What follows belongs to an exercise in optimizing a design on an open flow for small area, a short achievable clock period and few clock cycles per item; a production flow would make more cautious choices. At most, simulation tests tie the RTL to the original design; equivalence was not proved. No functional check of the RTL was part of runs 1 to 3. No activity file was given, so power comes from the tool's default toggle rates.

==> design/flow/design.v <==
module pfx_add #(parameter N = 8, parameter KIND = 1) (
    input  wire [N-1:0] x,
    input  wire [N-1:0] y,
    input  wire         ci,
    output wire [N-1:0] s,
    output wire         co
);
    function integer lg2(input integer n);
        integer k;
        begin
            lg2 = 0;
            for (k = 1; k < n; k = k * 2)
                lg2 = lg2 + 1;
        end
    endfunction
    localparam LG = lg2(N);
    reg [N-1:0] g, p;
    integer l, i, j;
    always @(*) begin
        g = x & y;
        p = x ^ y;
        if (KIND == 0) begin
            for (i = 1; i < N; i = i + 1) begin
                g[i] = g[i] | p[i] & g[i-1];
                p[i] = p[i] & p[i-1];
            end
        end else if (KIND == 1) begin
            for (l = 0; l < LG; l = l + 1)
                for (i = 0; i < N; i = i + 1)
                    if (((i + 1) % (2 << l)) == 0) begin
                        j = i - (1 << l);
                        g[i] = g[i] | p[i] & g[j];
                        p[i] = p[i] & p[j];
                    end
            for (l = LG - 2; l >= 0; l = l - 1)
                for (i = 0; i < N; i = i + 1)
                    if (i >= (2 << l) && ((i + 1) % (2 << l)) == (1 << l)) begin
                        j = i - (1 << l);
                        g[i] = g[i] | p[i] & g[j];
                        p[i] = p[i] & p[j];
                    end
        end else begin
            for (l = 0; l < LG; l = l + 1)
                for (i = 0; i < N; i = i + 1)
                    if ((i >> l) & 1) begin
                        j = ((i >> l) << l) - 1;
                        g[i] = g[i] | p[i] & g[j];
                        p[i] = p[i] & p[j];
                    end
        end
    end
    wire [N:0] c = {g | p & {N{ci}}, ci};
    assign s  = x ^ y ^ c[N-1:0];
    assign co = c[N];
endmodule
module pfx_inc #(parameter N = 8) (
    input  wire [N-1:0] x,
    input  wire         ci,
    output wire [N-1:0] s,
    output wire         co
);
    function integer lg2(input integer n);
        integer k;
        begin
            lg2 = 0;
            for (k = 1; k < n; k = k * 2)
                lg2 = lg2 + 1;
        end
    endfunction
    localparam LG = lg2(N);
    reg [N-1:0] p;
    integer l, i;
    always @(*) begin
        p = x;
        for (l = 0; l < LG; l = l + 1)
            for (i = N - 1; i >= 0; i = i - 1)
                if ((i >> l) & 1)
                    p[i] = p[i] & p[((i >> l) << l) - 1];
    end
    wire [N:0] c = {p & {N{ci}}, ci};
    assign s  = x ^ c[N-1:0];
    assign co = c[N];
endmodule
module lzc64 (
    input  wire [63:0] v,
    output wire [5:0]  n,
    output wire        z
);
    reg [7*64-1:0]   zz;
    reg [7*64*6-1:0] cc;
    integer k, i;
    always @(*) begin
        zz = 0;
        cc = 0;
        for (i = 0; i < 64; i = i + 1)
            zz[i] = ~v[i];
        for (k = 1; k <= 6; k = k + 1)
            for (i = 0; i < (64 >> k); i = i + 1) begin
                zz[k*64+i] = zz[(k-1)*64+2*i+1] & zz[(k-1)*64+2*i];
                if (zz[(k-1)*64+2*i+1])
                    cc[(k*64+i)*6 +: 6] = cc[((k-1)*64+2*i)*6 +: 6] | (6'd1 << (k - 1));
                else
                    cc[(k*64+i)*6 +: 6] = cc[((k-1)*64+2*i+1)*6 +: 6];
            end
    end
    assign n = cc[(6*64)*6 +: 6];
    assign z = zz[6*64];
endmodule
module w40_s1 #(parameter CK = 1) (
    input  wire        is_int,
    input  wire [63:0] a,
    input  wire [63:0] b,
    output wire [30:0] m_a,      
    output wire [30:0] m_b,      
    output wire        x34,      
    output wire        y34,
    output wire        a_big,    
    output wire [31:0] hs,       
    output wire [2:0]  hcy       
);
    wire        sa = a[39];
    wire        sb = b[39];
    wire [8:0]  ea = a[38:30];
    wire [8:0]  eb = b[38:30];
    wire [29:0] fa = a[29:0];
    wire [29:0] fb = b[29:0];
    wire a_max = &ea;
    wire b_max = &eb;
    wire a_fz  = ~|fa;
    wire b_fz  = ~|fb;
    wire a_nan = a_max & ~a_fz;
    wire b_nan = b_max & ~b_fz;
    wire a_inf = a_max & a_fz;
    wire b_inf = b_max & b_fz;
    wire sp    = a_max | b_max;
    wire nan   = a_nan | b_nan | (a_inf & b_inf & (sa ^ sb));
    wire of_op = a_inf | b_inf;
    wire a_ez = ~|ea;
    wire b_ez = ~|eb;
    wire [8:0] xa = {ea[8:1], ea[0] | a_ez};
    wire [8:0] xb = {eb[8:1], eb[0] | b_ez};
    wire ge;
    pfx_add #(.N(39), .KIND(CK)) u_cmp (
        .x(a[38:0]), .y(~b[38:0]), .ci(1'b1), .s(), .co(ge));
    wire eq  = &(a[38:0] ~^ b[38:0]);
    wire sub = sa ^ sb;
    assign a_big = is_int | ge;
    wire z   = eq & (sub | a_ez & a_fz);
    wire s_l = ge ? sa : sb;
    wire sgn = sp ? (a_inf ? sa : sb) : z ? (sa & sb) : s_l;
    wire [8:0] x_l = ge ? xa : xb;
    wire [8:0] dab, dba;
    pfx_add #(.N(9), .KIND(2)) u_dab (.x(xa), .y(~xb), .ci(1'b1), .s(dab), .co());
    pfx_add #(.N(9), .KIND(2)) u_dba (.x(xb), .y(~xa), .ci(1'b1), .s(dba), .co());
    wire       bab = |dab[8:6];
    wire       bba = |dba[8:6];
    assign m_a = {is_int ? a[30] : ~a_ez, fa};
    assign m_b = {is_int ? b[30] : ~b_ez, fb};
    assign x34 = is_int & a[31];
    assign y34 = is_int & b[31];
    wire [7:0] h0, h1, h2, h3;
    wire [2:0] hc;
    pfx_add #(.N(8), .KIND(2)) u_h0 (.x(a[39:32]), .y(b[39:32]), .ci(1'b0), .s(h0), .co(hc[0]));
    pfx_add #(.N(8), .KIND(2)) u_h1 (.x(a[47:40]), .y(b[47:40]), .ci(1'b0), .s(h1), .co(hc[1]));
    pfx_add #(.N(8), .KIND(2)) u_h2 (.x(a[55:48]), .y(b[55:48]), .ci(1'b0), .s(h2), .co(hc[2]));
    pfx_add #(.N(8), .KIND(2)) u_h3 (.x(a[63:56]), .y(b[63:56]), .ci(1'b0), .s(h3), .co());
    assign hcy = hc & {3{is_int}};
    assign hs = is_int ? {h3, h2, h1, h0}
                       : {4'd0, bba, dba[5:0], of_op, nan, sp, sgn, x_l, sub, bab, dab[5:0]};
endmodule
module w40_s2 #(parameter AK = 1) (
    input  wire        is_int,
    input  wire [30:0] m_a,
    input  wire [30:0] m_b,
    input  wire        x34,
    input  wire        y34,
    input  wire        a_big,
    input  wire [31:0] hs,
    input  wire [2:0]  hcy,
    output wire [66:0] sum
);
    wire [5:0] d   = (a_big ? hs[5:0] : hs[26:21]) & {6{~is_int}};
    wire       big = (a_big ? hs[6] : hs[27]) & ~is_int;
    wire       sub = hs[7] & ~is_int;
    wire [30:0] m_l = a_big ? m_a : m_b;
    wire [30:0] m_s = a_big ? m_b : m_a;
    reg  [30:0] lost;
    integer j;
    always @(*)
        for (j = 0; j < 31; j = j + 1)
            lost[j] = big | (d >= j + 3);
    wire        sticky = |(m_s & lost);
    wire [33:0] shr    = big ? 34'd0 : ({m_s, 3'b000} >> d);
    wire [33:0] s_al   = {shr[33:1], sticky};
    wire c35;
    pfx_add #(.N(35), .KIND(AK)) u_add (
        .x({x34, m_l, 3'b000}), .y({y34, s_al ^ {34{sub}}}), .ci(sub),
        .s(sum[34:0]), .co(c35));
    wire ci0 = c35;
    wire ci1 = hcy[0] | ci0 & (&hs[7:0]);
    wire ci2 = hcy[1] | ci1 & (&hs[15:8]);
    wire ci3 = hcy[2] | ci2 & (&hs[23:16]);
    pfx_inc #(.N(8)) u_i0 (.x(hs[7:0]),   .ci(ci0), .s(sum[42:35]), .co());
    pfx_inc #(.N(8)) u_i1 (.x(hs[15:8]),  .ci(ci1), .s(sum[50:43]), .co());
    pfx_inc #(.N(8)) u_i2 (.x(hs[23:16]), .ci(ci2), .s(sum[58:51]), .co());
    pfx_inc #(.N(8)) u_i3 (.x(hs[31:24]), .ci(ci3), .s(sum[66:59]), .co());
endmodule
module w40_s3 (
    input  wire        is_int,
    input  wire [66:0] sum,
    output wire [63:0] out_sum,
    output wire [1:0]  out_flags
);
    wire        sub   = sum[42];
    wire [8:0]  x_l   = sum[51:43];
    wire        sgn   = sum[52];
    wire        sp    = sum[53];
    wire        nan   = sum[54];
    wire        of_op = sum[55];
    wire [34:0] raw   = {sum[34] ^ sub, sum[33:0]};
    wire [7:0] xh, xo;
    genvar k;
    generate
        for (k = 0; k < 8; k = k + 1) begin : g_dec
            assign xh[k] = (x_l[5:3] == k);
            assign xo[k] = (x_l[2:0] == k);
        end
    endgenerate
    wire       x_lo = ~|x_l[8:6];
    reg [34:0] stop;
    integer j;
    always @(*)
        for (j = 0; j < 35; j = j + 1)
            stop[j] = x_lo & xh[(34 - j) >> 3] & xo[(34 - j) & 7];
    wire [5:0]  s;
    lzc64 u_lzc (.v({raw | stop, 1'b1, 28'd0}), .n(s), .z());
    wire [34:0] t5 = s[5] ? {raw[2:0], 32'd0} : raw;
    wire [34:0] t4 = s[4] ? {t5[18:0], 16'd0} : t5;
    wire [34:0] t3 = s[3] ? {t4[26:0], 8'd0}  : t4;
    wire [34:0] t2 = s[2] ? {t3[30:0], 4'd0}  : t3;
    wire [34:0] t1 = s[1] ? {t2[32:0], 2'd0}  : t2;
    wire [34:0] sh = s[0] ? {t1[33:0], 1'd0}  : t1;
    wire [9:0]  e_n  = {1'b0, x_l} + 10'd1 - {4'd0, s};
    wire [9:0]  e_n1 = {1'b0, x_l} + 10'd2 - {4'd0, s};
    wire [30:0] mant   = sh[34:4];
    wire        rnd_up = sh[3] & (|sh[2:0] | mant[0]);
    wire [30:0] mant_r;
    wire        c_r;
    pfx_inc #(.N(31)) u_rnd (.x(mant), .ci(rnd_up), .s(mant_r), .co(c_r));
    wire        c_r_q  = rnd_up & (&mant);
    wire        hid    = mant[30] | rnd_up & (&mant[29:0]);
    wire [9:0]  e_f    = c_r_q ? e_n1 : e_n;
    wire        ovf     = c_r_q ? (e_n1[9] | (&e_n1[8:0])) : (e_n[9] | (&e_n[8:0]));
    wire [8:0]  e_field = hid ? e_f[8:0] : 9'd0;
    wire        inf_like = sp | ovf;
    wire [39:0] f = inf_like ? {sgn & ~nan, 9'h1FF, nan, 29'd0}
                             : {sgn, e_field, mant_r[29:0]};
    assign out_sum   = is_int ? sum[66:3] : {24'd0, f};
    assign out_flags = is_int ? 2'b00 : {nan, of_op | (~sp & ovf)};
endmodule
module red_combine (
    input  wire        clk,
    input  wire        rst,
    input  wire        in_valid,
    input  wire        in_int,
    input  wire [63:0] in_a,
    input  wire [63:0] in_b,
    output reg         out_valid,
    output reg  [63:0] out_sum,
    output reg  [1:0]  out_flags
);
    wire [30:0] m_a, m_b;
    wire        x34, y34, a_big;
    wire [2:0]  hcy;
    wire [31:0] hs;
    w40_s1 u_s1 (
        .is_int(in_int), .a(in_a), .b(in_b), .m_a(m_a), .m_b(m_b),
        .x34(x34), .y34(y34), .a_big(a_big), .hs(hs), .hcy(hcy)
    );
    reg        v1, int1, x34_1, y34_1, a_big1;
    reg [2:0]  hcy1;
    reg [30:0] m_a1, m_b1;
    reg [31:0] hs1;
    always @(posedge clk) begin
        if (rst) v1 <= 1'b0;
        else     v1 <= in_valid;
        int1   <= in_int;
        m_a1   <= m_a;
        m_b1   <= m_b;
        x34_1  <= x34;
        y34_1  <= y34;
        a_big1 <= a_big;
        hs1    <= hs;
        hcy1   <= hcy;
    end
    wire [66:0] sum;
    w40_s2 u_s2 (
        .is_int(int1), .m_a(m_a1), .m_b(m_b1), .x34(x34_1), .y34(y34_1),
        .a_big(a_big1), .hs(hs1), .hcy(hcy1), .sum(sum)
    );
    reg        v2, int2;
    reg [66:0] sum2;
    always @(posedge clk) begin
        if (rst) v2 <= 1'b0;
        else     v2 <= v1;
        int2 <= int1;
        sum2 <= sum;
    end
    wire [63:0] res;
    wire [1:0]  flg;
    w40_s3 u_s3 (.is_int(int2), .sum(sum2), .out_sum(res), .out_flags(flg));
    always @(posedge clk) begin
        if (rst) out_valid <= 1'b0;
        else     out_valid <= v2;
        out_sum   <= res;
        out_flags <= flg;
    end
endmodule
==> design/flow/flow/run.sh <==
#!/bin/bash
# The standard layout (standard.sh: ORFS synthesis through finish), with
# three changes:
#  - synthesis leaves adders to ABC: ADDER_MAP_FILE is empty, so Yosys does
#    not extract half and full adder cells before ABC maps the logic.  The
#    synthesis script, the registers and everything else are unchanged;
#  - the input and output ports get sky130_fd_sc_hd__buf_2 port buffers in
#    place of the cell buffer_ports picks by default;
#  - ORFS's timing repair (after floorplan, CTS and global routing) aims for
#    a setup slack of MARGIN ns, not 0: the constraints and clock period stay
#    the design's, the repair only works harder.
# make's full output goes to std_flow.log here; ORFS keeps each step's log
# under orfs/logs.
set -euo pipefail
MARGIN=13
bash standard.sh "ADDER_MAP_FILE=" "SETUP_SLACK_MARGIN=$MARGIN" \
    "BUFFER_PORTS_ARGS=-buffer_cell sky130_fd_sc_hd__buf_2" finish > std_flow.log 2>&1
==> design/flow/standard.sh <==
#!/bin/bash
# synth_recipe.tcl (not shown) runs the flow's synth.tcl, then flattens the netlist and writes it again
# the make line also repeats each setting of config.mk as NAME=value (left out here)
make -C /OpenROAD-flow-scripts/flow DESIGN_CONFIG=/design/flow/config.mk WORK_HOME=/design/flow/orfs CLKGATE_MAP_FILE= SYNTH_SCRIPT=/design/flow/synth_recipe.tcl "${@:-finish}"
==> design/flow/config.mk <==
export PLATFORM = sky130hd
export DESIGN_NAME = red_combine
export DESIGN_NICKNAME = red_combine
export VERILOG_FILES = /design/flow/design.v
export SDC_FILE = /design/flow/constraint.sdc
export NUM_CORES = 4
export LEC_CHECK = 0
export ABC_AREA = 1
export CAP_MARGIN = 20
export CORE_MARGIN = 2
export CORE_UTILIZATION = 40
export SLEW_MARGIN = 20
==> design/flow/constraint.sdc <==
create_clock -name core_clock -period 18.0 [get_ports {clk}]
set_input_delay 3.6000 -clock core_clock [delete_from_list [all_inputs] [get_ports {clk}]]
set_output_delay 3.6000 -clock core_clock [all_outputs]
set_load 0.01 [all_outputs]
==> flow_summary.yaml, run 1 <==
run_status:
  status: "finished clean"
cells_and_area:
  drive_above_1_share_pct: 16.2
  fin_util_pct: 48.5
  nFillCells: 4930
  instances_no_fill: 4094
  fin_nets: 3601
  diodes: 0
  area_growth_pct: 20.2
timing:
  fin_crit_sh_pct: 30.7
  hold_viol_final: 0
  fin_hold_ws_ns: 0.408
  slew_violations: 0
  skew_ns: 0.00934
  post-route-min-period_ns: 5.52
  maxSlewHeadroom_pct: 41.2
  tns_ns: 0
  worst_pin_slew_ns: 0.873
  setup_viol: 0
  fmax_mhz: 181
  rsz0062_at_grt: "yes"
synthesis:
  ys_warn_count: 10
  syn_inst: 3261
  yosysSeqAreaShare_pct: 25.5
  synthDistinctLibCells: 56
  syn_nets: 3393
  ys_seq_elements: 238
  netlist_area_um2: 18700
  syn_avg_cell_area_um2: 5.73
clock_tree:
  hold_buffers: 0
  tritoncts: "done"
  cts_root_buf: "clkbuf_16"
  clk_latency_ns: 0.57
  clk_path_buf_depth: 3
  cts.sinks: 238
  cts_buffers: 27
  htree_levels: 1
  path_clk_slew_ns: 0.06
routing:
  drc: 0
  drtIter0Drc: 1717
  ant_nets: 0
  dr.pass1.iters: 7
  viasPerCell: 5.29
  routed_wl_um: 70600
  vias: 21700
  wire_per_inst_um: 17.2
die:
  initial_core_util_pct: 40.3
  rows: 79
  die_y_um: 220
  dieArea_um2: 48500
  pin_count: 199
  core_um2: 46400
  die_w_um: 220
grt:
  antenna_found_initial: 0
  grt-ovfl-total: 0
  grt_max_degree: 54
  grt_pass1_wl_um: 107000
  grt_pass1_vias: 19600
  grtUsageTotal_pct: 28.1
power_and_ir_drop:
  irDropWorstVdd_v: 0.000134
  p_per_area_nw_per_um2: 134
  power.leakage_uw: 0.0119
placed_design:
  place_inst: 3975
  port_buffers: 198
  hpwlAfterDp_um: 55100
  gp_congestion: 1.02
worst_hold_path:
  hold_class: "register to register"
critical_path:
  crit_type: "input pin to register"
  cp_max_fo: 7
  worst_ep_arrival_time_ns: 5.96
  start_kind: "input pin"
  required_ns: 18.44
  end_kind: "register"
flow_run:
  drv_cap: 0
[per-layer routing]
layer	track usage, %	up-vias	wire [um]
met1	37.8	9827	31100
met5	0	-	0
li1	-	10900	-
met3	2.87	171	4450
met2	46.4	817	32100
met4	10.8	0	2910
[registers in the layout, indices dropped and copies added, names as in the netlist, 2 cells and up]
name and count:
out_flags 2, hs1 32, sum2 67, m_b1 31
hcy1 3, m_a1 31, out_sum 64
[metrics by stage]
step	cell area (um2)	setup slack (ns)	total power [uW]
after CTS	21700	12.46	2950
final	22500	12.48	3010
after detailed placement	20100	11.42	2340
after global routing	22500	12.36	3260
after global placement	20100	11.59	2330
after floorplan	18800	12.47	1880
[area by class of cell]
| class | instances | area (um2) | share of cell area (%) |
|---|---|---|---|
| multi-input cells | 2485 | 12500 | 55.6 |
| flip-flops and latches | 238 | 4770 | 21.2 |
| repair buffers | 274 | 1820 | 8.09 |
| inverters | 442 | 1720 | 7.66 |
| well taps | 607 | 759 | 3.38 |
| clock buffers | 32 | 714 | 3.18 |
| clock inverters | 15 | 190 | 0.846 |
| repair inverters | 1 | 5.00 | 0.0223 |
[power by group]
part | internal [uW] | total (uW) | switching [uW] | leakage, uW
combinational | 537 | 1710 | 1170 | 0.00946
clock | 329 | 562 | 233 | 0.000432
sequential | 646 | 741 | 94.1 | 0.00200
[synth_stat cells, drive strengths merged]
cell	instances	area [um2]
nand2b	2	12.5
nor4	23	144
nor3b	4	30.0
inv	441	1660
a31oi	9	56.3
mux2i	3	30.0
clkinv	1	3.75
a21oi	97	485
o22ai	12	75.1
a221oi	1	8.76
nand2	1070	4140
o211ai	7	52.6
o311ai	2	17.5
or2	16	100
xor2	71	622
o31ai	4	30.0
a21o	3	22.5
a211oi	2	15.0
nand3	474	2420
nand4	52	344
a2111oi	1	8.76
xnor2	24	210
nand3b	4	30.0
o21a	3	22.5
dfxtp	238	4760
xnor3	3	67.6
and2	4	25.0
o21bai	8	60.1
o2111ai	1	8.76
nor2	334	1350
nor4b	1	8.76
nor3	31	160
clkbuf	29	109
a21boi	7	56.3
buf	72	473
o21ai	202	1040
a311oi	2	17.5
o32ai	3	26.3
[critical path, stage by stage]
cell,delay (ns)
buf_12,0.12
inv_12,0.05
nor2_4,0.04
nor2_4,0.12
inv_2,0.06
nor3_4,0.17
nand3_2,0.16
buf_6,0.15
buf_4,0.11
buf_4,0.12
buf_4,0.13
o2111ai_4,0.20
nand2_1,0.08
o211ai_1,0.10
a21o_1,0.15
nand2_2,0.06
nand2_4,0.11
inv_6,0.05
buf_8,0.13
nor2_1,0.13
o32ai_2,0.11
[logic make-up (layout without fill, tap and decap cells)]
logic type	after synthesis	count (layout)	synth area share, %
and+or+nand+nor	2015	2020	46.8
buffers and inverters	543	764	12.0
AOI/OAI and AO/OA	364	364	10.7
DFF	238	238	25.5
xor gates and xnor gates	98	98	4.81
muxes	3	3	0.161
[final timing paths]
check           start  endpoint  slack, ns  depth (start not counted)
min reg2reg        v1        v2       0.41                          2
min                v1        v2       0.41                          2
max          in_a[31]    hs1[9]      12.48                         21
max reg2reg    a_big1  sum2[64]      13.05                         32
[cell usage in the layout (no fill, tap or decap), drive strengths merged, types with 6 or more instances in the layout]
cell      instances
a31oi             9
nand2          1070
inv             441
dfxtp           238
or2              16
xor2             71
o211ai            7
nor4             23
nand3           475
buf             271
nor2            338
nand4            52
xnor2            24
clkinvlp          8
o21bai            8
clkbuf           34
nor3             31
clkinv            6
o21ai           202
a21oi            97
a21boi            7
o22ai            12
[what timing repair did]
action                                  in CTS  in global routing
endpoints found under the setup margin     125                100
buffers inserted                            30                 34
gates resized for setup                    119                126
gates cloned                                 6                  2
pin swaps                                   41                 43
==> inputs of run 2 (changes only) <==
--- a/design/flow/design.v
+++ b/design/flow/design.v
@@ -154,4 +154,6 @@
     pfx_add #(.N(9), .KIND(2)) u_dba (.x(xb), .y(~xa), .ci(1'b1), .s(dba), .co());
-    wire       bab = |dab[8:6];
-    wire       bba = |dba[8:6];
+    wire       bab = ({1'b0, xa[8:6]} >= {1'b0, xb[8:6]} + 4'd2) |
+                     (xa[8:6] == xb[8:6] + 3'd1) & (xa[5] | ~xb[5]);
+    wire       bba = ({1'b0, xb[8:6]} >= {1'b0, xa[8:6]} + 4'd2) |
+                     (xb[8:6] == xa[8:6] + 3'd1) & (xb[5] | ~xa[5]);
     assign m_a = {is_int ? a[30] : ~a_ez, fa};
--- a/design/flow/flow/run.sh
+++ b/design/flow/flow/run.sh
@@ -14,3 +14,3 @@
 set -euo pipefail
-MARGIN=13
+MARGIN=12
 bash standard.sh "ADDER_MAP_FILE=" "SETUP_SLACK_MARGIN=$MARGIN" \
==> flow_summary.yaml, run 2 <==
run_status:
  status: "finished clean"
power_and_ir_drop:
  p_per_area_nw_per_um2: 136
  intPower_uw: 1500
  power.leakage_uw: 0.0113
  switching_share_pct: 48.0
  p_clk_share_pct: 19.6
  switchingPower_uw: 1380
  seq_power_share_pct: 25.1
  comb_power_share_pct: 55.3
  irDropWorstVdd_v: 0.000131
  power_uw: 2880
critical_path:
  worst-r2r-cell-count: 24
  required_ns: 18.38
  start_kind: "input pin"
  r2r_start: "sum2[44]"
  path_cells: "buf_2 > nor4_1 > nand3_1 > inv_1 > nor2_1 > inv_1 > nand2_1 > o21ai_0 > o21ai_0 > or2_2 > o21ai_0 > a21oi_1 > o21ai_0 > o21ai_0"
  crit_type: "input pin to register"
  end_kind: "register"
  cp-startpoint: "in_b[34]"
  slowest_stage: "o21ai_0"
  timing.rr.end: "out_sum[30]"
  crit_path_frequent_cell: "o21ai_0"
  cp_max_fo: 6
  crit_family: "compound AO/OA/AOI/OAI gates"
  worst_ep_arrival_time_ns: 6.16
  r2r_setup_slack_ns: 12.43
  cp_num_buf_inv: 3
  critical_path.max_stage_delay_ns: 0.51
die:
  die_y_um: 220
  core_um2: 46400
  dieArea_um2: 48400
  pin_count: 199
  rows: 79
  initial_core_util_pct: 40.3
  die_w_um: 220
synthesis:
  yosysTopAreaCell: "dfxtp_1"
  syn_avg_cell_area_um2: 5.82
  synth-edff-count: 0
  yosysMostFrequentCell: "nand2_1"
  yosysSeqAreaShare_pct: 25.5
  async_flop_share_pct: 0
  ys_seq_elements: 238
  ys_warn_count: 10
  syn_nets: 3340
  netlist_area_um2: 18700
  ys_top_cells_by_area: "dfxtp_1, nand2_1, nand3_1, inv_1, nor2_1"
  synth_top_area_share_pct: 25.5
  synthDistinctLibCells: 62
  ys.flop_type: "dfxtp_1"
  syn_inst: 3208
  synth_common_cells: "nand2_1, nand3_1, inv_1"
clock_tree:
  tritoncts: "done"
  cts_root_buf: "clkbuf_16"
  hold_buffers: 0
  clk_latency_ns: 0.56
  clk_path_buf_depth: 3
  cts_buffers: 27
  path_clk_slew_ns: 0.06
  htree_levels: 1
  cts.sinks: 238
routing:
  vias: 20800
  ant_nets: 0
  routed_wl_um: 66400
  dr.pass1.iters: 6
  wire_per_inst_um: 16.7
  viasPerCell: 5.24
  drtIter0Drc: 1543
  drc: 0
grt:
  grt_pass1_wl_um: 101000
  antenna_found_initial: 1
  grt-ovfl-total: 0
  grt_pass1_vias: 18900
  grt_max_degree: 106
  grtUsageTotal_pct: 26.3
cells_and_area:
  area_growth_pct: 12.9
  fin_nets: 3485
  drive_above_1_share_pct: 11.5
  largest_register_ffs: 67
  mostFrequentLayoutCell: "nand2_1"
  largestRegisters: "sum2: 67 flops, out_sum: 64 flops, hs1: 32 flops"
  top_register: "sum2"
  ff_latch_area_um2: 4770
  diodes: 0
  nFillCells: 5025
  final_cell_mix: "nand2_1, nand3_1, inv_1"
  multiInputGateArea_um2: 11800
timing:
  post-route-min-period_ns: 5.78
  fin_crit_sh_pct: 32.1
  tns_ns: 0
  maxSlewHeadroom_pct: 34.0
  slew_violations: 0
  setup_viol: 0
  rsz0062_at_grt: "yes"
  worst_pin_slew_ns: 0.988
  skew_ns: 0.0162
  hold_viol_final: 0
  fmax_mhz: 173
worst_hold_path:
  min_from: "v2"
  hold_end: "out_valid"
  hold_class: "register to register"
  min_path_cells: 2
placed_design:
  port_buffers: 198
  gp_congestion: 0.989
  hpwlAfterDp_um: 53400
flow_run:
  drv_cap: 0
==> run 2: cell types whose count changed in the layout (fill, tap and decap cells not counted), moves of 22 or more <==
cell     delta
buf_4      -45
nor2_2     -22
nor2_1     +25
o21ai_0    +22
nand2_1    -50
==> run 2: per-stage QoR <==
stage               instances  area, um2  setup WS (ns)  hold slack (ns)  utilization, %
floorplan                3208      18700          12.09            0.388               -
global placement         3918      19900          11.32            0.393            43.0
detailed placement       3918      19900          11.26            0.398            43.0
CTS                      3965      20900          11.98            0.408            45.0
global route             3978      21100          12.00            0.412            45.5
finish                   3978      21100          12.22            0.403            45.5
==> run 2: repair_timing <==
action                                  4_1_cts  5_1_grt
buffers inserted                              0       11
endpoints found under the hold margin         0        0
resized for setup                             6       25
cloned                                        0        2
pin swaps                                     0        5
endpoints found under the setup margin       54       86
==> run 2: metal layers <==
| metal | routed length, um | up-vias | GRT usage [%] |
|---|---|---|---|
| li1 | - | 10600 | - |
| met1 | 29200 | 9418 | 34.6 |
| met2 | 30400 | 672 | 43.7 |
| met3 | 4060 | 142 | 3.29 |
| met4 | 2730 | 0 | 10.1 |
| met5 | 0 | - | 0 |
==> run 2: logic make-up after synthesis <==
logic type,share of synthesized area (%)
AOI/OAI and AO/OA,11.9
xor gates and xnor gates,5.49
adders and majority gates,0.107
buffers and inverters,12.3
DFF,25.5
and+or+nand+nor,44.7
==> run 2: area by class of cell <==
| type | instances | area share [%] |
|---|---|---|
| clock inverters | 13 | 0.866 |
| repair buffers | 223 | 5.74 |
| well taps | 607 | 3.60 |
| multi-input cells | 2418 | 55.7 |
| clock buffers | 34 | 3.42 |
| inverters | 444 | 8.03 |
| flip-flops and latches | 238 | 22.6 |
| repair inverters | 1 | 0.0356 |
==> run 2: how the worst max path moves through the flow <==
stage / depth (start not counted) / slack [ns] / to
final: 14 / 12.22 / hs1[5]
after global routing: 31 / 12.00 / sum2[64]
after CTS: 22 / 11.98 / out_sum[15]
after detailed placement: 21 / 11.26 / hs1[9]
after global placement: 21 / 11.32 / hs1[9]
after floorplan: 19 / 12.09 / hs1[8]
==> run 2: tightest hold or removal path: stages (launching register included) <==
cell	delay [ns]
dfxtp_1	0.29
inv_1	0.04
nor2_1	0.03
==> run 2: power groups by stage <==
stage	registers, uW	logic [uW]	clock network (uW)
3_5_place_dp	735	1550	0
4_1_cts	723	1560	576
3_3_place_gp	733	1530	0
6_report	723	1590	564
5_1_grt	736	1780	599
2_1_floorplan	726	1160	0
==> inputs of run 3 (changes only) <==
--- a/design/flow/design.v
+++ b/design/flow/design.v
@@ -154,6 +154,4 @@
     pfx_add #(.N(9), .KIND(2)) u_dba (.x(xb), .y(~xa), .ci(1'b1), .s(dba), .co());
-    wire       bab = ({1'b0, xa[8:6]} >= {1'b0, xb[8:6]} + 4'd2) |
-                     (xa[8:6] == xb[8:6] + 3'd1) & (xa[5] | ~xb[5]);
-    wire       bba = ({1'b0, xb[8:6]} >= {1'b0, xa[8:6]} + 4'd2) |
-                     (xb[8:6] == xa[8:6] + 3'd1) & (xb[5] | ~xa[5]);
+    wire       bab = |dab[8:6];
+    wire       bba = |dba[8:6];
     assign m_a = {is_int ? a[30] : ~a_ez, fa};
--- a/design/flow/flow/run.sh
+++ b/design/flow/flow/run.sh
@@ -2,6 +2,11 @@
 # The standard layout (standard.sh: ORFS synthesis through finish), with
-# three changes:
+# four changes:
 #  - synthesis leaves adders to ABC: ADDER_MAP_FILE is empty, so Yosys does
-#    not extract half and full adder cells before ABC maps the logic.  The
-#    synthesis script, the registers and everything else are unchanged;
+#    not extract half and full adder cells before ABC maps the logic;
+#  - ABC maps with flow/abc_area.script (ABC_AREA=1) in place of ORFS's
+#    area script: Yosys's own default mapping script for a liberty library,
+#    without ABC's buffering and sizing, which the placement and timing
+#    repair below do instead.  The ORFS scripts are copied to scripts/ here
+#    with that one file replaced; registers and the other synthesis passes
+#    are unchanged;
 #  - the input and output ports get sky130_fd_sc_hd__buf_2 port buffers in
@@ -15,3 +20,6 @@
 MARGIN=12
-bash standard.sh "ADDER_MAP_FILE=" "SETUP_SLACK_MARGIN=$MARGIN" \
+rm -rf scripts
+cp -r "$FLOW_HOME/scripts" scripts
+cp flow/abc_area.script scripts/abc_area.script
+bash standard.sh "SCRIPTS_DIR=$PWD/scripts" "ADDER_MAP_FILE=" "SETUP_SLACK_MARGIN=$MARGIN" \
     "BUFFER_PORTS_ARGS=-buffer_cell sky130_fd_sc_hd__buf_2" finish > std_flow.log 2>&1
==> design/flow/flow/abc_area.script (new file) <==
strash
&get -n
&fraig -x
&put
scorr
dc2
dretime
strash
&get -n
&dch -f
&nf
&put
==> flow_summary.yaml, run 3 <==
synthesis:
  ys_warn_count: 10
  syn_avg_cell_area_um2: 7.84
  yosysTopAreaCell: "dfxtp_1"
  synth_compound_area_share_pct: 19.6
  syn_nets: 2104
  async_flop_share_pct: 0
  synth-edff-count: 0
  synth_top_family_by_area: "simple AND/OR/NAND/NOR gates"
  ys_top_cells_by_area: "dfxtp_1, mux2i_1, xnor2_1, nand2_1, nor2_1"
  synthSimpleGateAreaFrac_pct: 22.6
  synthAdderAreaFrac_pct: 1.55
  yosysSeqAreaShare_pct: 30.8
  synth_xor_area_share_pct: 11.6
  synth_common_cells: "dfxtp_1, nand2_1, nor2_1"
  synth_top_area_share_pct: 30.8
  netlist_area_um2: 15500
  syn_inst: 1972
  synthDistinctLibCells: 60
  ys_seq_elements: 238
  synthMuxAreaShare_pct: 11.9
  ys.flop_type: "dfxtp_1"
  yosysMostFrequentCell: "dfxtp_1"
power_and_ir_drop:
  comb_power_share_pct: 56.4
  p_per_area_nw_per_um2: 140
  intPower_uw: 1720
  power.leakage_uw: 0.00914
  irDropWorstVdd_v: 0.0000841
  switching_share_pct: 43.2
  p_clk_share_pct: 17.1
  power_uw: 3020
  seq_power_share_pct: 26.6
  switchingPower_uw: 1300
grt:
  use_met2_pct: 47.0
  grt_max_degree: 69
  grt-ovfl-total: 0
  antenna_found_initial: 0
  met3_usage_pct: 2.53
  grt_pass1_vias: 15700
  grt_pass1_wl_um: 89100
  top_usage_layer: "met2"
  grtUsageTotal_pct: 27.9
  gr-usage-met1_pct: 36.4
critical_path:
  crit_type: "register to register"
  critical_path.max_stage_delay_ns: 0.41
  required_ns: 18.49
  worst_ep_arrival_time_ns: 11.64
  timing.rr.end: "sum2[66]"
  worst-r2r-cell-count: 46
  crit_path_frequent_cell: "maj3_2"
  r2r_setup_slack_ns: 6.85
  end_kind: "register"
  start_kind: "register"
  slowest_stage: "dfxtp_4"
  cp_max_fo: 16
  r2r_start: "a_big1"
timing:
  slew_violations: 0
  fmax_mhz: 89.7
  tns_ns: 0
  rsz0062_at_grt: "yes"
  skew_ns: 0.0135
  post-route-min-period_ns: 11.15
  maxSlewHeadroom_pct: 45.6
  hold_viol_final: 0
  setup_viol: 0
  fin_crit_sh_pct: 61.9
  worst_pin_slew_ns: 0.814
routing:
  drc: 0
  vias: 16400
  ant_nets: 0
  routed_wl_um: 58800
  dr.pass1.iters: 6
  viasPerCell: 5.57
  wire_per_inst_um: 19.9
  drtIter0Drc: 1122
cells_and_area:
  mostFrequentLayoutCell: "dfxtp_1"
  largest_register_ffs: 67
  fin_nets: 2548
  area_growth_pct: 39.8
  multiInputGateArea_um2: 11900
  drive_above_1_share_pct: 28.7
  top_register: "sum2"
  instances_no_fill: 2952
  largestRegisters: "sum2: 67 flops, out_sum: 64 flops, hs1: 32 flops"
  nFillCells: 3602
  ff_latch_area_um2: 4800
  final_cell_mix: "dfxtp_1, nand2_1, buf_2"
die:
  die_y_um: 201
  pin_count: 199
  die_w_um: 201
  initial_core_util_pct: 40.3
  dieArea_um2: 40200
  core_um2: 38400
  rows: 72
worst_hold_path:
  min_path_cells: 1
  hold_end: "sum2[66]"
  hold_class: "register to register"
  min_from: "hs1[31]"
placed_design:
  hpwlAfterDp_um: 41300
  port_buffers: 198
  gp_congestion: 0.940
  place_inst: 2701
clock_tree:
  tritoncts: "done"
  clk_latency_ns: 0.56
  clk_path_buf_depth: 3
  cts.sinks: 238
  cts_root_buf: "clkbuf_16"
  cts_buffers: 26
  htree_levels: 1
  hold_buffers: 0
  path_clk_slew_ns: 0.06
flow_run:
  drv_cap: 0
run_status:
  status: "finished clean"
## run 3: changes by cell type in the layout (fill, tap and decap cells not counted), sizes merged, moves of 72 or more
cell and change:
nand3 -402, buf +181, nor2 -101, xnor2 +104, mux2i +147, clkinv +72, nand2 -778, inv -440
## run 3: per-stage QoR
stage | hold slack [ns] | util (%) | instance area, um2 | worst slack (ns)
3_3_place_gp | 0.415 | 45.9 | 17600 | 4.79
2_1_floorplan | 0.405 | - | 15900 | 6.34
3_5_place_dp | 0.421 | 45.9 | 17600 | 4.52
5_1_grt | 0.449 | 56.3 | 21600 | 6.29
6_report | 0.426 | 56.3 | 21600 | 6.85
4_1_cts | 0.429 | 53.6 | 20600 | 6.96
## run 3: repair_timing
item                                    in CTS  in global routing
gates resized for setup                    175                163
pin swaps                                   76                 75
buffers inserted                           143                 48
gates cloned                                14                  0
endpoints found under the setup margin     108                105
## run 3: critical path, delay by kind of cell, from the launching register on
family / cells / cell delay [ns]
AO/OA/AOI/OAI: 23 / 4.69
flip-flops: 1 / 0.41
AND/OR/NAND/NOR: 10 / 2.16
adder cells (fa/ha/maj): 8 / 2.69
multiplexers: 1 / 0.41
buffers and inverters: 3 / 0.52
XOR/XNOR: 1 / 0.15
## run 3: worst max path at each step
stage / startpoint / to / slack [ns] / depth (start not counted)
6_report: a_big1 / sum2[66] / 6.85 / 46
5_1_grt: a_big1 / sum2[66] / 6.29 / 45
4_1_cts: a_big1 / sum2[66] / 6.96 / 45
3_5_place_dp: a_big1 / sum2[66] / 4.52 / 44
3_3_place_gp: a_big1 / sum2[66] / 4.79 / 44
2_1_floorplan: a_big1 / sum2[66] / 6.34 / 43
## run 3: logic make-up (layout without fill, tap and decap cells)
group | count (synthesis) | count (layout)
xor+xnor | 203 | 203
other cells | 0 | 1
compound gates | 503 | 503
buf+inv | 76 | 530
simple gates | 748 | 755
fa+ha+maj | 24 | 24
mux | 180 | 180
flops | 238 | 238
## run 3: power groups by stage
| stage | registers [uW] | logic (uW) | clock network, uW |
|---|---|---|---|
| finish | 802 | 1700 | 516 |
| global route | 810 | 1840 | 545 |
| CTS | 790 | 1520 | 525 |
| detailed placement | 797 | 1270 | 0 |
| global placement | 798 | 1260 | 0 |
| floorplan | 765 | 933 | 0 |
## run 3: layer usage
metal	part of all wire, %	routed length (um)	vias up
met1	43	25600	7790
met4	4.3	2550	0
met3	4.8	2830	149
met2	47	27800	536
met5	0	0	-
li1	-	-	7967
## run 3: area by class of cell
cell class	count	share of cell area [%]
Inverter	76	1.48
Clock buffer	36	3.37
Sequential cell	238	22.2
Antenna cell	1	0.0116
Tap cell	518	3.00
Timing Repair Buffer	409	14.3
Clock inverter	9	0.428
Multi-Input combinational cell	1665	55.2
==> inputs of run 4 (changes only) <==
--- a/design/flow/design.v
+++ b/design/flow/design.v
@@ -154,4 +154,4 @@
     pfx_add #(.N(9), .KIND(2)) u_dba (.x(xb), .y(~xa), .ci(1'b1), .s(dba), .co());
-    wire       bab = |dab[8:6];
-    wire       bba = |dba[8:6];
+    wire [8:0] dd  = ge ? dab : dba;
+    wire       big = |dd[8:6];
     assign m_a = {is_int ? a[30] : ~a_ez, fa};
@@ -168,3 +168,3 @@
     assign hs = is_int ? {h3, h2, h1, h0}
-                       : {4'd0, bba, dba[5:0], of_op, nan, sp, sgn, x_l, sub, bab, dab[5:0]};
+                       : {11'd0, of_op, nan, sp, sgn, x_l, sub, big, dd[5:0]};
 endmodule
@@ -181,4 +181,4 @@
 );
-    wire [5:0] d   = (a_big ? hs[5:0] : hs[26:21]) & {6{~is_int}};
-    wire       big = (a_big ? hs[6] : hs[27]) & ~is_int;
+    wire [5:0] d   = hs[5:0] & {6{~is_int}};
+    wire       big = hs[6] & ~is_int;
     wire       sub = hs[7] & ~is_int;
@@ -210,4 +210,5 @@
     input  wire [66:0] sum,
-    output wire [63:0] out_sum,
-    output wire [1:0]  out_flags
+    output wire [63:0] res,      
+    output wire        inf,      
+    output wire [1:0]  flags
 );
@@ -254,7 +255,5 @@
     wire [8:0]  e_field = hid ? e_f[8:0] : 9'd0;
-    wire        inf_like = sp | ovf;
-    wire [39:0] f = inf_like ? {sgn & ~nan, 9'h1FF, nan, 29'd0}
-                             : {sgn, e_field, mant_r[29:0]};
-    assign out_sum   = is_int ? sum[66:3] : {24'd0, f};
-    assign out_flags = is_int ? 2'b00 : {nan, of_op | (~sp & ovf)};
+    assign res   = is_int ? sum[66:3] : {24'd0, sgn & ~nan, e_field, mant_r[29:0]};
+    assign inf   = ~is_int & (sp | ovf);
+    assign flags = is_int ? 2'b00 : {nan, of_op | (~sp & ovf)};
 endmodule
@@ -268,3 +267,3 @@
     output reg         out_valid,
-    output reg  [63:0] out_sum,
+    output wire [63:0] out_sum,
     output reg  [1:0]  out_flags
@@ -309,4 +308,9 @@
     wire [63:0] res;
+    wire        inf;
     wire [1:0]  flg;
-    w40_s3 u_s3 (.is_int(int2), .sum(sum2), .out_sum(res), .out_flags(flg));
+    w40_s3 u_s3 (
+        .is_int(int2), .sum(sum2), .res(res), .inf(inf), .flags(flg)
+    );
+    reg [63:0] res3;
+    reg        inf3;
     always @(posedge clk) begin
@@ -314,5 +318,8 @@
         else     out_valid <= v2;
-        out_sum   <= res;
+        res3      <= res;
+        inf3      <= inf;
         out_flags <= flg;
     end
+    assign out_sum = {res3[63:39], res3[38:30] | {9{inf3}},
+                      inf3 ? out_flags[1] : res3[29], res3[28:0] & {29{~inf3}}};
 endmodule
==> design/flow/flow/run.sh (replaced) <==
#!/bin/bash
# The standard layout (standard.sh: ORFS synthesis through finish), with
# three changes:
#  - synthesis maps with flow/abc_area.script (ABC_AREA=1) in place of ORFS's
#    area script: the same ABC mapping, given a delay target (map -D) so that
#    it recovers area only off the critical paths.  The ORFS scripts are
#    copied to scripts/ here with that one file replaced; registers and the
#    other synthesis passes are unchanged;
#  - the input and output ports get sky130_fd_sc_hd__buf_2 port buffers in
#    place of the cell buffer_ports picks by default;
#  - ORFS's timing repair (after floorplan, CTS and global routing) aims for
#    a setup slack of MARGIN ns, not 0: the constraints and clock period stay
#    the design's, the repair only works harder.
# make's full output goes to std_flow.log here; ORFS keeps each step's log
# under orfs/logs.
set -euo pipefail
MARGIN=12
rm -rf scripts
cp -r "$FLOW_HOME/scripts" scripts
cp flow/abc_area.script scripts/abc_area.script
bash standard.sh "SCRIPTS_DIR=$PWD/scripts" "SETUP_SLACK_MARGIN=$MARGIN" \
    "BUFFER_PORTS_ARGS=-buffer_cell sky130_fd_sc_hd__buf_2" finish > std_flow.log 2>&1
==> design/flow/flow/abc_area.script (replaced) <==
strash
&get -n
&st
&syn2
&if -g -K 6
&synch2
&nf
&put
buffer -c
upsize -c
dnsize -c
==> flow_summary.yaml, run 4 <==
run_status:
  status: "finished clean"
timing:
  hold_viol_final: 0
  fin_crit_sh_pct: 32.8
  slew_violations: 0
  maxSlewHeadroom_pct: 32.6
  rsz0062_at_grt: "yes"
  post-route-min-period_ns: 5.90
  worst_pin_slew_ns: 1.01
  setup_viol: 0
  fmax_mhz: 169
  tns_ns: 0
  skew_ns: 0.0145
routing:
  drc: 0
  ant_nets: 0
  vias: 17600
  drtIter0Drc: 1267
  dr.pass1.iters: 7
  routed_wl_um: 63000
  viasPerCell: 5.85
  wire_per_inst_um: 20.9
power_and_ir_drop:
  irDropWorstVdd_v: 0.000179
  seq_power_share_pct: 27.0
  power_uw: 3120
  switching_share_pct: 45.3
  power.leakage_uw: 0.00913
  p_clk_share_pct: 18.6
  switchingPower_uw: 1410
  comb_power_share_pct: 54.4
  intPower_uw: 1710
  p_per_area_nw_per_um2: 146
critical_path:
  cp_num_buf_inv: 4
  end_kind: "register"
  slowest_stage: "or4_1"
  required_ns: 18.44
  critical_path.max_stage_delay_ns: 0.57
  path_cells: "buf_2 > inv_1 > ha_4 > nand2_2 > nor3b_1 > nand3_1 > or4_1 > inv_1 > nor3_1 > o31ai_4 > buf_6 > mux2i_1 > xor2_1 > o31a_1"
  cp_max_fo: 10
  start_kind: "input pin"
  crit_path_frequent_cell: "inv_1"
  r2r_start: "sum2[21]"
  crit_type: "input pin to register"
  worst_ep_arrival_time_ns: 6.35
  cp-startpoint: "in_a[36]"
  crit_family: "simple AND/OR/NAND/NOR gates"
cells_and_area:
  nFillCells: 4557
  diodes: 0
  drive_above_1_share_pct: 19.3
  final_cell_mix: "nand2_1, dfxtp_1, buf_2"
  largest_register_ffs: 67
  mostFrequentLayoutCell: "nand2_1"
  fin_nets: 2675
  top_register: "sum2"
  area_growth_pct: 15.5
  fin_area_um2: 21300
  instances_no_fill: 3016
  fin_util_pct: 46.9
  largestRegisters: "sum2: 67 flops, res3: 64 flops, hs1: 32 flops"
flow_run:
  drv_cap: 0
synthesis:
  ys.flop_type: "dfxtp_1"
  synth_common_cells: "dfxtp_1, nand2_1, nor2_1"
  synth_top_area_share_pct: 25.9
  async_flop_share_pct: 0
  syn_inst: 2288
  ys_seq_elements: 239
  ys_top_cells_by_area: "dfxtp_1, ha_1, xnor2_1, nand2_1, mux2i_1"
  syn_nets: 2567
  synth-edff-count: 0
  syn_avg_cell_area_um2: 8.06
  yosysSeqAreaShare_pct: 25.9
  netlist_area_um2: 18500
  yosysTopAreaCell: "dfxtp_1"
  synthDistinctLibCells: 95
  ys_warn_count: 10
grt:
  grtUsageTotal_pct: 25.5
  grt-ovfl-total: 0
  antenna_found_initial: 0
  grt_max_degree: 99
  grt_pass1_vias: 17100
  grt_pass1_wl_um: 96400
placed_design:
  gp_congestion: 1.01
  dpl_cell_area_um2: 19700
  hpwlAfterDp_um: 48800
  port_buffers: 198
  place_inst: 2951
clock_tree:
  htree_levels: 1
  cts.sinks: 239
  clk_path_buf_depth: 3
  clk_latency_ns: 0.57
  tritoncts: "done"
  cts_root_buf: "clkbuf_16"
  cts_buffers: 28
  path_clk_slew_ns: 0.06
worst_hold_path:
  min_from: "sum2[63]"
  hold_class: "register to register"
die:
  die_w_um: 219
  pin_count: 199
  core_um2: 45500
  die_y_um: 219
  dieArea_um2: 47900
  initial_core_util_pct: 40.6
  rows: 78
==> run 4: cell types whose count changed in the layout (fill, tap and decap cells not counted), moves of 26 or more <==
cell      previous run  this run
mux2i_1            135        57
mux2_2               0        49
buf_4              141        27
inv_1                0        94
ha_1                 0       131
mux2_1              27         1
and2_1               2        29
clkinv_1            72         3
a21o_1              14        41
buf_6               51         4
xor2_1              64        32
nand2_1            205       236
nor2_1             190       152
and2_0              41         0
==> run 4: per-stage QoR <==
step           setup WS [ns]  hold WS (ns)
3_3_place_gp           11.03         0.420
3_5_place_dp           10.69         0.421
5_1_grt                11.95         0.454
6_report               12.10         0.431
4_1_cts                11.98         0.434
2_1_floorplan          12.01         0.403
==> run 4: power by group through the flow <==
stage                     registers [uW]  logic, uW  clock network (uW)
after floorplan                      732       1280                   0
after global placement               843       1600                   0
after detailed placement             843       1620                   0
after CTS                            833       1640                 599
after global routing                 852       1870                 621
final                                842       1700                 581
==> run 4: what timing repair did <==
action	CTS	global route
setup buffers	3	8
hold endpoints to repair	0	0
hold buffers	0	0
pin swaps	2	4
setup endpoints to repair	56	39
resized for setup	25	83
cloned	0	3
==> run 4: cell families (layout without fill, tap and decap cells) <==
group / Yosys count / count (layout) / share of synthesized area [%]
muxes: 144 / 144 / 8.97
buffers and inverters: 257 / 384 / 5.87
DFF: 239 / 239 / 25.9
AOI/OAI and AO/OA: 578 / 578 / 20.9
and+or+nand+nor: 780 / 781 / 21.0
xor gates and xnor gates: 143 / 143 / 6.79
adders and majority gates: 147 / 147 / 10.5
==> run 4: final timing paths <==
path / endpoint / slack, ns / depth (start not counted)
setup / recovery: hs1[6] / 12.10 / 14
hold / removal: res3[60] / 0.43 / 1
setup reg to reg: res3[34] / 12.22 / 13
hold reg to reg: res3[60] / 0.43 / 1
==> run 4: area by class of cell <==
type                    instances  area, um2  share of cell area, %
multi-input cells            1793      13100                   61.3
flip-flops and latches        239       4800                   22.5
repair buffers                234       1360                   6.38
well taps                     600        751                   3.52
clock buffers                  33        729                   3.42
inverters                     100        378                   1.77
clock inverters                17        226                   1.06
==> run 4: worst reg2reg max path, delay by kind of cell (launching register included) <==
kind                   cells  cell delay (ns)
and+or+nand+nor            6             2.66
AOI/OAI and AO/OA          6             2.30
DFF                        1             0.42
buffers and inverters      1             0.29
==> run 4: layer usage <==
metal  GRT usage, %  vias up  share of wire, %
met5              0        -                 0
met4           9.89        0               3.6
met3           3.56      142               6.7
met2           41.9      692                46
met1           33.7     8332                44
li1               -     8470                 -
Testbench counts of run 4, summed over its fixed seeds: cycles 24,024, items 24,000.
==> inputs of run 5 (changes only) <==
--- a/design/flow/design.v
+++ b/design/flow/design.v
@@ -148,5 +148,4 @@
     wire z   = eq & (sub | a_ez & a_fz);
-    wire s_l = ge ? sa : sb;
-    wire sgn = sp ? (a_inf ? sa : sb) : z ? (sa & sb) : s_l;
-    wire [8:0] x_l = ge ? xa : xb;
+    wire sgn_a = sp ? (a_inf ? sa : sb) : z ? (sa & sb) : sa;
+    wire sgn_b = sp ? (a_inf ? sa : sb) : z ? (sa & sb) : sb;
     wire [8:0] dab, dba;
@@ -154,8 +153,10 @@
     pfx_add #(.N(9), .KIND(2)) u_dba (.x(xb), .y(~xa), .ci(1'b1), .s(dba), .co());
-    wire [8:0] dd  = ge ? dab : dba;
-    wire       big = |dd[8:6];
+    wire       bab = ({1'b0, xa[8:6]} >= {1'b0, xb[8:6]} + 4'd2) |
+                     (xa[8:6] == xb[8:6] + 3'd1) & (xa[5] | ~xb[5]);
+    wire       bba = ({1'b0, xb[8:6]} >= {1'b0, xa[8:6]} + 4'd2) |
+                     (xb[8:6] == xa[8:6] + 3'd1) & (xb[5] | ~xa[5]);
     assign m_a = {is_int ? a[30] : ~a_ez, fa};
     assign m_b = {is_int ? b[30] : ~b_ez, fb};
-    assign x34 = is_int & a[31];
-    assign y34 = is_int & b[31];
+    assign x34 = is_int ? a[31] : nan;
+    assign y34 = is_int ? b[31] : of_op;
     wire [7:0] h0, h1, h2, h3;
@@ -166,5 +167,5 @@
     pfx_add #(.N(8), .KIND(2)) u_h3 (.x(a[63:56]), .y(b[63:56]), .ci(1'b0), .s(h3), .co());
-    assign hcy = hc & {3{is_int}};
-    assign hs = is_int ? {h3, h2, h1, h0}
-                       : {11'd0, of_op, nan, sp, sgn, x_l, sub, big, dd[5:0]};
+    assign hs  = is_int ? {h3, h2, h1, h0}
+                        : {xb[7:0], xa, bba, dba[5:0], sub, bab, dab[5:0]};
+    assign hcy = is_int ? hc : {sgn_b, sgn_a, xb[8]};
 endmodule
@@ -181,5 +182,14 @@
 );
-    wire [5:0] d   = hs[5:0] & {6{~is_int}};
-    wire       big = hs[6] & ~is_int;
+    wire [5:0] d   = (a_big ? hs[5:0] : hs[13:8]) & {6{~is_int}};
+    wire       big = (a_big ? hs[6] : hs[14]) & ~is_int;
     wire       sub = hs[7] & ~is_int;
+    wire [8:0] xa  = hs[23:15];
+    wire [8:0] xb  = {hcy[0], hs[31:24]};
+    wire [8:0] x_l = a_big ? xa : xb;
+    wire       sgn = a_big ? hcy[1] : hcy[2];
+    wire       sp  = (&xa) | (&xb);
+    wire [31:0] hi  = is_int ? hs : {11'd0, y34, x34, sp, sgn, x_l, sub, 7'd0};
+    wire [2:0]  hc  = hcy & {3{is_int}};
+    wire        x34i = x34 & is_int;
+    wire        y34i = y34 & is_int;
     wire [30:0] m_l = a_big ? m_a : m_b;
@@ -196,12 +206,12 @@
     pfx_add #(.N(35), .KIND(AK)) u_add (
-        .x({x34, m_l, 3'b000}), .y({y34, s_al ^ {34{sub}}}), .ci(sub),
+        .x({x34i, m_l, 3'b000}), .y({y34i, s_al ^ {34{sub}}}), .ci(sub),
         .s(sum[34:0]), .co(c35));
     wire ci0 = c35;
-    wire ci1 = hcy[0] | ci0 & (&hs[7:0]);
-    wire ci2 = hcy[1] | ci1 & (&hs[15:8]);
-    wire ci3 = hcy[2] | ci2 & (&hs[23:16]);
-    pfx_inc #(.N(8)) u_i0 (.x(hs[7:0]),   .ci(ci0), .s(sum[42:35]), .co());
-    pfx_inc #(.N(8)) u_i1 (.x(hs[15:8]),  .ci(ci1), .s(sum[50:43]), .co());
-    pfx_inc #(.N(8)) u_i2 (.x(hs[23:16]), .ci(ci2), .s(sum[58:51]), .co());
-    pfx_inc #(.N(8)) u_i3 (.x(hs[31:24]), .ci(ci3), .s(sum[66:59]), .co());
+    wire ci1 = hc[0] | ci0 & (&hi[7:0]);
+    wire ci2 = hc[1] | ci1 & (&hi[15:8]);
+    wire ci3 = hc[2] | ci2 & (&hi[23:16]);
+    pfx_inc #(.N(8)) u_i0 (.x(hi[7:0]),   .ci(ci0), .s(sum[42:35]), .co());
+    pfx_inc #(.N(8)) u_i1 (.x(hi[15:8]),  .ci(ci1), .s(sum[50:43]), .co());
+    pfx_inc #(.N(8)) u_i2 (.x(hi[23:16]), .ci(ci2), .s(sum[58:51]), .co());
+    pfx_inc #(.N(8)) u_i3 (.x(hi[31:24]), .ci(ci3), .s(sum[66:59]), .co());
 endmodule
@@ -210,5 +220,4 @@
     input  wire [66:0] sum,
-    output wire [63:0] res,      
-    output wire        inf,      
-    output wire [1:0]  flags
+    output wire [63:0] out_sum,
+    output wire [1:0]  out_flags
 );
@@ -255,5 +264,7 @@
     wire [8:0]  e_field = hid ? e_f[8:0] : 9'd0;
-    assign res   = is_int ? sum[66:3] : {24'd0, sgn & ~nan, e_field, mant_r[29:0]};
-    assign inf   = ~is_int & (sp | ovf);
-    assign flags = is_int ? 2'b00 : {nan, of_op | (~sp & ovf)};
+    wire        inf_like = sp | ovf;
+    wire [39:0] f = inf_like ? {sgn & ~nan, 9'h1FF, nan, 29'd0}
+                             : {sgn, e_field, mant_r[29:0]};
+    assign out_sum   = is_int ? sum[66:3] : {24'd0, f};
+    assign out_flags = is_int ? 2'b00 : {nan, of_op | (~sp & ovf)};
 endmodule
@@ -267,3 +278,3 @@
     output reg         out_valid,
-    output wire [63:0] out_sum,
+    output reg  [63:0] out_sum,
     output reg  [1:0]  out_flags
@@ -308,9 +319,4 @@
     wire [63:0] res;
-    wire        inf;
     wire [1:0]  flg;
-    w40_s3 u_s3 (
-        .is_int(int2), .sum(sum2), .res(res), .inf(inf), .flags(flg)
-    );
-    reg [63:0] res3;
-    reg        inf3;
+    w40_s3 u_s3 (.is_int(int2), .sum(sum2), .out_sum(res), .out_flags(flg));
     always @(posedge clk) begin
@@ -318,8 +324,5 @@
         else     out_valid <= v2;
-        res3      <= res;
-        inf3      <= inf;
+        out_sum   <= res;
         out_flags <= flg;
     end
-    assign out_sum = {res3[63:39], res3[38:30] | {9{inf3}},
-                      inf3 ? out_flags[1] : res3[29], res3[28:0] & {29{~inf3}}};
 endmodule
==> design/flow/flow/run.sh (replaced) <==
#!/bin/bash
# The standard layout (standard.sh: ORFS synthesis through finish), with
# three changes:
#  - synthesis leaves adders to ABC: ADDER_MAP_FILE is empty, so Yosys does
#    not extract half and full adder cells before ABC maps the logic.  The
#    synthesis script, the registers and everything else are unchanged;
#  - the input and output ports get sky130_fd_sc_hd__buf_2 port buffers in
#    place of the cell buffer_ports picks by default;
#  - ORFS's timing repair (after floorplan, CTS and global routing) aims for
#    a setup slack of MARGIN ns, not 0: the constraints and clock period stay
#    the design's, the repair only works harder.
# make's full output goes to std_flow.log here; ORFS keeps each step's log
# under orfs/logs.
set -euo pipefail
MARGIN=13
bash standard.sh "ADDER_MAP_FILE=" "SETUP_SLACK_MARGIN=$MARGIN" \
    "BUFFER_PORTS_ARGS=-buffer_cell sky130_fd_sc_hd__buf_2" finish > std_flow.log 2>&1
removed: design/flow/flow/abc_area.script
==> flow_summary.yaml, run 5 <==
timing:
  skew_ns: 0.0195
  post-route-min-period_ns: 5.16
  hold_viol_final: 0
  setup_viol: 0
  slew_violations: 0
  fin_crit_sh_pct: 28.6
  fin_hold_ws_ns: 0.399
  rsz0062_at_grt: "yes"
  fmax_mhz: 194
  tns_ns: 0
  maxSlewHeadroom_pct: 46.0
  worst_pin_slew_ns: 0.810
run_status:
  status: "finished clean"
grt:
  antenna_found_initial: 0
  grt_max_degree: 96
  grt_pass1_vias: 19600
  grtUsageTotal_pct: 27.6
  grt-ovfl-total: 0
  grt_pass1_wl_um: 109000
critical_path:
  crit_type: "input pin to register"
  critical_path.max_stage_delay_ns: 0.31
  cp_max_fo: 3
  end_kind: "register"
  slowest_stage: "a2111oi_4"
  cp-endpoint: "a_big1"
  cp-startpoint: "in_a[7]"
  start_kind: "input pin"
  path_cells: "buf_2 > inv_2 > nor2_2 > a2111oi_4 > nor3b_4 > nand2_1 > o211ai_1 > nand2_2 > nand3_2 > nand2_2 > nand3_2 > nand2_2 > o211ai_1 > nand2_1 > o311ai_2 > a21oi_1 > o2111ai_1"
  worst-r2r-cell-count: 27
  required_ns: 18.47
  timing.rr.end: "out_sum[1]"
  worst_ep_arrival_time_ns: 5.63
  crit_path_frequent_cell: "nand2_2"
  r2r_start: "sum2[50]"
  r2r_setup_slack_ns: 13.31
synthesis:
  ys_top_cells_by_area: "dfxtp_1, nand2_1, nand3_1, inv_1, nor2_1"
  syn_inst: 3205
  synth_top_area_share_pct: 25.3
  async_flop_share_pct: 0
  synth-edff-count: 0
  yosysMostFrequentCell: "nand2_1"
  ys.flop_type: "dfxtp_1"
  ys_seq_elements: 238
  ys_warn_count: 10
  yosysSeqAreaShare_pct: 25.3
  netlist_area_um2: 18800
  synthDistinctLibCells: 66
  synth_common_cells: "nand2_1, nand3_1, inv_1"
  yosysTopAreaCell: "dfxtp_1"
  syn_avg_cell_area_um2: 5.87
  syn_nets: 3337
cells_and_area:
  largestRegisters: "sum2: 67 flops, out_sum: 64 flops, hs1: 32 flops"
  mostFrequentLayoutCell: "nand2_1"
  largest_register_ffs: 67
  diodes: 0
  final_cell_mix: "nand2_1, nand3_1, inv_1"
  top_register: "sum2"
  fin_nets: 3561
  area_growth_pct: 21.0
  drive_above_1_share_pct: 17.8
routing:
  routed_wl_um: 71400
  dr.pass1.iters: 6
  wire_per_inst_um: 17.6
  ant_nets: 0
  vias: 21500
  drtIter0Drc: 1585
  drc: 0
  viasPerCell: 5.29
clock_tree:
  cts_buffers: 27
  htree_levels: 1
  path_clk_slew_ns: 0.07
  clk_latency_ns: 0.57
  cts.sinks: 238
  tritoncts: "done"
  clk_path_buf_depth: 3
  cts_root_buf: "clkbuf_16"
placed_design:
  hpwlAfterDp_um: 55300
  port_buffers: 198
  gp_congestion: 0.975
die:
  core_um2: 46500
  die_w_um: 221
  dieArea_um2: 48800
  initial_core_util_pct: 40.5
  die_y_um: 221
  rows: 79
  pin_count: 199
flow_run:
  drv_cap: 0
power_and_ir_drop:
  irDropWorstVdd_v: 0.000106
  p_per_area_nw_per_um2: 131
  power.leakage_uw: 0.0118
worst_hold_path:
  hold_class: "register to register"
  min_path_cells: 2
## run 5: how the worst min path moves through the flow
stage | slack, ns | from | endpoint
global route | 0.41 | sum2[65] | out_sum[62]
detailed placement | 0.40 | v1 | v2
global placement | 0.39 | v1 | v2
CTS | 0.40 | sum2[65] | out_sum[62]
finish | 0.40 | sum2[65] | out_sum[62]
floorplan | 0.33 | int1 | int2
## run 5: layer usage
layer | part of all wire (%) | track usage (%) | vias up
li1 | - | - | 10800
met1 | 43 | 36.8 | 9757
met2 | 47 | 46.7 | 767
met3 | 6.8 | 3.64 | 135
met4 | 3.3 | 7.69 | 0
met5 | 0 | 0 | -
## run 5: power breakdown
part / internal [uW] / leakage [uW] / total [uW] / switching [uW]
clock network: 350 / 0.000460 / 588 / 237
registers: 645 / 0.00200 / 716 / 71.1
logic: 542 / 0.00932 / 1690 / 1150
## run 5: cell families after synthesis
logic type,Yosys count,share of synthesized area [%]
flops,238,25.3
buf+inv,532,11.8
compound gates,447,13.8
simple gates,1872,43.4
xor+xnor,113,5.45
fa+ha+maj,3,0.160
## run 5: worst max-delay path, delay by kind of cell
kind	cells	cell delay [ns]
AO/OA/AOI/OAI	6	0.96
AND/OR/NAND/NOR	9	0.84
buffers and inverters	2	0.20
## run 5: area by class of cell
| type | count | area, um2 |
|---|---|---|
| Fill cell | 4957 | 23700 |
| Multi-Input combinational cell | 2440 | 12500 |
| Sequential cell | 238 | 4770 |
| Timing Repair Buffer | 298 | 2060 |
| Inverter | 424 | 1700 |
| Tap cell | 607 | 759 |
| Clock buffer | 34 | 742 |
| Clock inverter | 14 | 193 |
## run 5: timing repair
action / CTS / global route
pin swaps: 37 / 48
setup endpoints to repair: 103 / 110
resized for setup: 104 / 165
buffers inserted: 48 / 36
cloned: 3 / 4
hold buffers: 0 / 0
## run 5: stage by stage
stage | instances | setup slack [ns] | utilization [%] | power, uW | area, um2
2_1_floorplan | 3205 | 12.77 | - | 1900 | 19000
3_3_place_gp | 3916 | 11.75 | 43.6 | 2300 | 20200
3_5_place_dp | 3916 | 11.73 | 43.6 | 2310 | 20200
4_1_cts | 4015 | 12.91 | 47.2 | 2930 | 21900
5_1_grt | 4055 | 12.67 | 49.0 | 3220 | 22800
6_report | 4055 | 12.84 | 49.0 | 2990 | 22800
Testbench counts of run 5, summed over its fixed seeds: cycles 24,024, items 24,000.
==> inputs of run 6 (changes only) <==
--- a/design/flow/flow/run.sh
+++ b/design/flow/flow/run.sh
@@ -14,3 +14,3 @@
 set -euo pipefail
-MARGIN=13
+MARGIN=12.5
 bash standard.sh "ADDER_MAP_FILE=" "SETUP_SLACK_MARGIN=$MARGIN" \
==> flow_summary.yaml, run 6 <==
critical_path:
  required_ns: 18.47
  start_kind: "input pin"
  cp-startpoint: "in_b[7]"
  cp-endpoint: "a_big1"
  r2r_setup_slack_ns: 12.89
  crit_type: "input pin to register"
  timing.rr.end: "out_sum[13]"
  r2r_start: "sum2[45]"
  cp_max_fo: 3
  worst-r2r-cell-count: 24
  worst_ep_arrival_time_ns: 5.83
  end_kind: "register"
timing:
  fin_crit_sh_pct: 29.8
  hold_viol_final: 0
  rsz0062_at_grt: "no"
  skew_ns: 0.0361
  fmax_mhz: 187
  maxSlewHeadroom_pct: 42.5
  post-route-min-period_ns: 5.36
  setup_viol: 0
  slew_violations: 0
  worst_pin_slew_ns: 0.853
  tns_ns: 0
die:
  die_w_um: 221
  pin_count: 199
  die_y_um: 221
  initial_core_util_pct: 40.5
  rows: 79
  core_um2: 46500
  dieArea_um2: 48800
cells_and_area:
  largestRegisters: "sum2: 67 flops, out_sum: 64 flops, hs1: 32 flops"
  diodes: 0
  mostFrequentLayoutCell: "nand2_1"
  drive_above_1_share_pct: 12.7
  fin_nets: 3488
  instances_no_fill: 3984
  final_cell_mix: "nand2_1, nand3_1, inv_1"
  top_register: "sum2"
  largest_register_ffs: 67
  area_growth_pct: 13.2
routing:
  vias: 21000
  ant_nets: 0
  dr.pass1.iters: 9
  viasPerCell: 5.27
  drtIter0Drc: 1500
  drc: 0
  routed_wl_um: 68500
  wire_per_inst_um: 17.2
synthesis:
  synthAdderAreaFrac_pct: 0.160
  yosysTopAreaCell: "dfxtp_1"
  synth_xor_area_share_pct: 5.45
  synth_compound_area_share_pct: 13.8
  async_flop_share_pct: 0
  ys.flop_type: "dfxtp_1"
  yosysSeqAreaShare_pct: 25.3
  ys_warn_count: 10
  synthMuxAreaShare_pct: 0
  ys_top_cells_by_area: "dfxtp_1, nand2_1, nand3_1, inv_1, nor2_1"
  syn_avg_cell_area_um2: 5.87
  synth-edff-count: 0
  synth_top_family_by_area: "simple AND/OR/NAND/NOR gates"
  netlist_area_um2: 18800
  ys_seq_elements: 238
  synthSimpleGateAreaFrac_pct: 43.4
  synthDistinctLibCells: 66
  syn_nets: 3337
  syn_inst: 3205
  yosysMostFrequentCell: "nand2_1"
  synth_common_cells: "nand2_1, nand3_1, inv_1"
  synth_top_area_share_pct: 25.3
clock_tree:
  htree_levels: 1
  tritoncts: "done"
  cts_buffers: 27
  cts_root_buf: "clkbuf_16"
  cts.sinks: 238
  clk_latency_ns: 0.58
  clk_path_buf_depth: 3
  path_clk_slew_ns: 0.07
  hold_buffers: 0
placed_design:
  gp_congestion: 0.998
  port_buffers: 198
  place_inst: 3916
  hpwlAfterDp_um: 54600
grt:
  grt_max_degree: 93
  grt_pass1_vias: 19300
  antenna_found_initial: 1
  grtUsageTotal_pct: 26.9
  grt-ovfl-total: 0
  grt_pass1_wl_um: 106000
worst_hold_path:
  hold_class: "register to register"
  min_path_cells: 2
power_and_ir_drop:
  power.leakage_uw: 0.0112
  p_per_area_nw_per_um2: 137
  irDropWorstVdd_v: 0.000125
flow_run:
  drv_cap: 0
run_status:
  status: "finished clean"
run 6: worst min path at each step:
stage | endpoint | slack (ns) | start
floorplan | int2 | 0.33 | int1
global placement | v2 | 0.39 | v1
detailed placement | out_valid | 0.40 | v2
CTS | out_sum[62] | 0.39 | sum2[65]
global route | out_sum[62] | 0.41 | sum2[65]
finish | out_sum[62] | 0.38 | sum2[65]
run 6: per-stage QoR:
stage          hold WS, ns  cell area, um2  setup WS (ns)  total power [uW]  utilization (%)
3_3_place_gp         0.393           20000          11.56              2290             43.2
5_1_grt              0.406           21300          12.49              3160             45.9
4_1_cts              0.394           21100          12.35              2900             45.4
2_1_floorplan        0.326           18800          12.65              1890                -
6_report             0.383           21300          12.65              2930             45.9
3_5_place_dp         0.397           20000          11.51              2300             43.2
run 6: what timing repair did:
item	CTS	global route
cloned	2	2
resized for setup	7	34
buffers inserted	3	11
endpoints found under the setup margin	50	72
pin swaps	3	9
run 6: worst max-delay path: stages:
cell and delay, ns:
buf_2 0.11, inv_1 0.06, nor2_1 0.05, a2111oi_1 0.45, nor3b_2 0.27, nand2_1 0.08, o211ai_1 0.14, nand2_1 0.08
nand3_1 0.10, nand2_1 0.07, nand3_1 0.09, nand2_1 0.07, o211ai_1 0.12, nand2_1 0.09, o311ai_0 0.11, a21oi_1 0.11
o2111ai_1 0.20
run 6: cell type report:
type,instances,area (um2)
fillers,5070,25200
clock inverters,20,235
flip-flops and latches,238,4770
multi-input cells,2439,12000
well taps,607,759
repair buffers,226,1200
inverters,424,1600
clock buffers,30,707
run 6: power breakdown:
part           switching, uW  internal (uW)
Clock                    246            344
Combinational           1110            508
Sequential              70.3            645
Total                   1430           1500
run 6: layer usage:
| layer | vias up | track usage (%) | wire, um |
|---|---|---|---|
| li1 | 10600 | - | - |
| met1 | 9445 | 36.0 | 30600 |
| met2 | 756 | 44.9 | 31200 |
| met3 | 147 | 3.05 | 4210 |
| met4 | 2 | 8.81 | 2510 |
| met5 | - | 0 | 13 |
run 6: cells by family (layout without fill, tap and decap cells):
logic type,after synthesis,count (layout)
AND/OR/NAND/NOR,1872,1876
buffers and inverters,532,700
AO/OA/AOI/OAI,447,447
flip-flops,238,238
XOR/XNOR,113,113
adder cells (fa/ha/maj),3,3

Setup slack of run 6, layout unchanged: 12.645 ns with ideal ports, 12.646 ns with driving cells assumed (clock clkbuf_16, inputs buf_2), 12.026 ns with port delays also shifted by the 0.619 ns mid clock arrival.
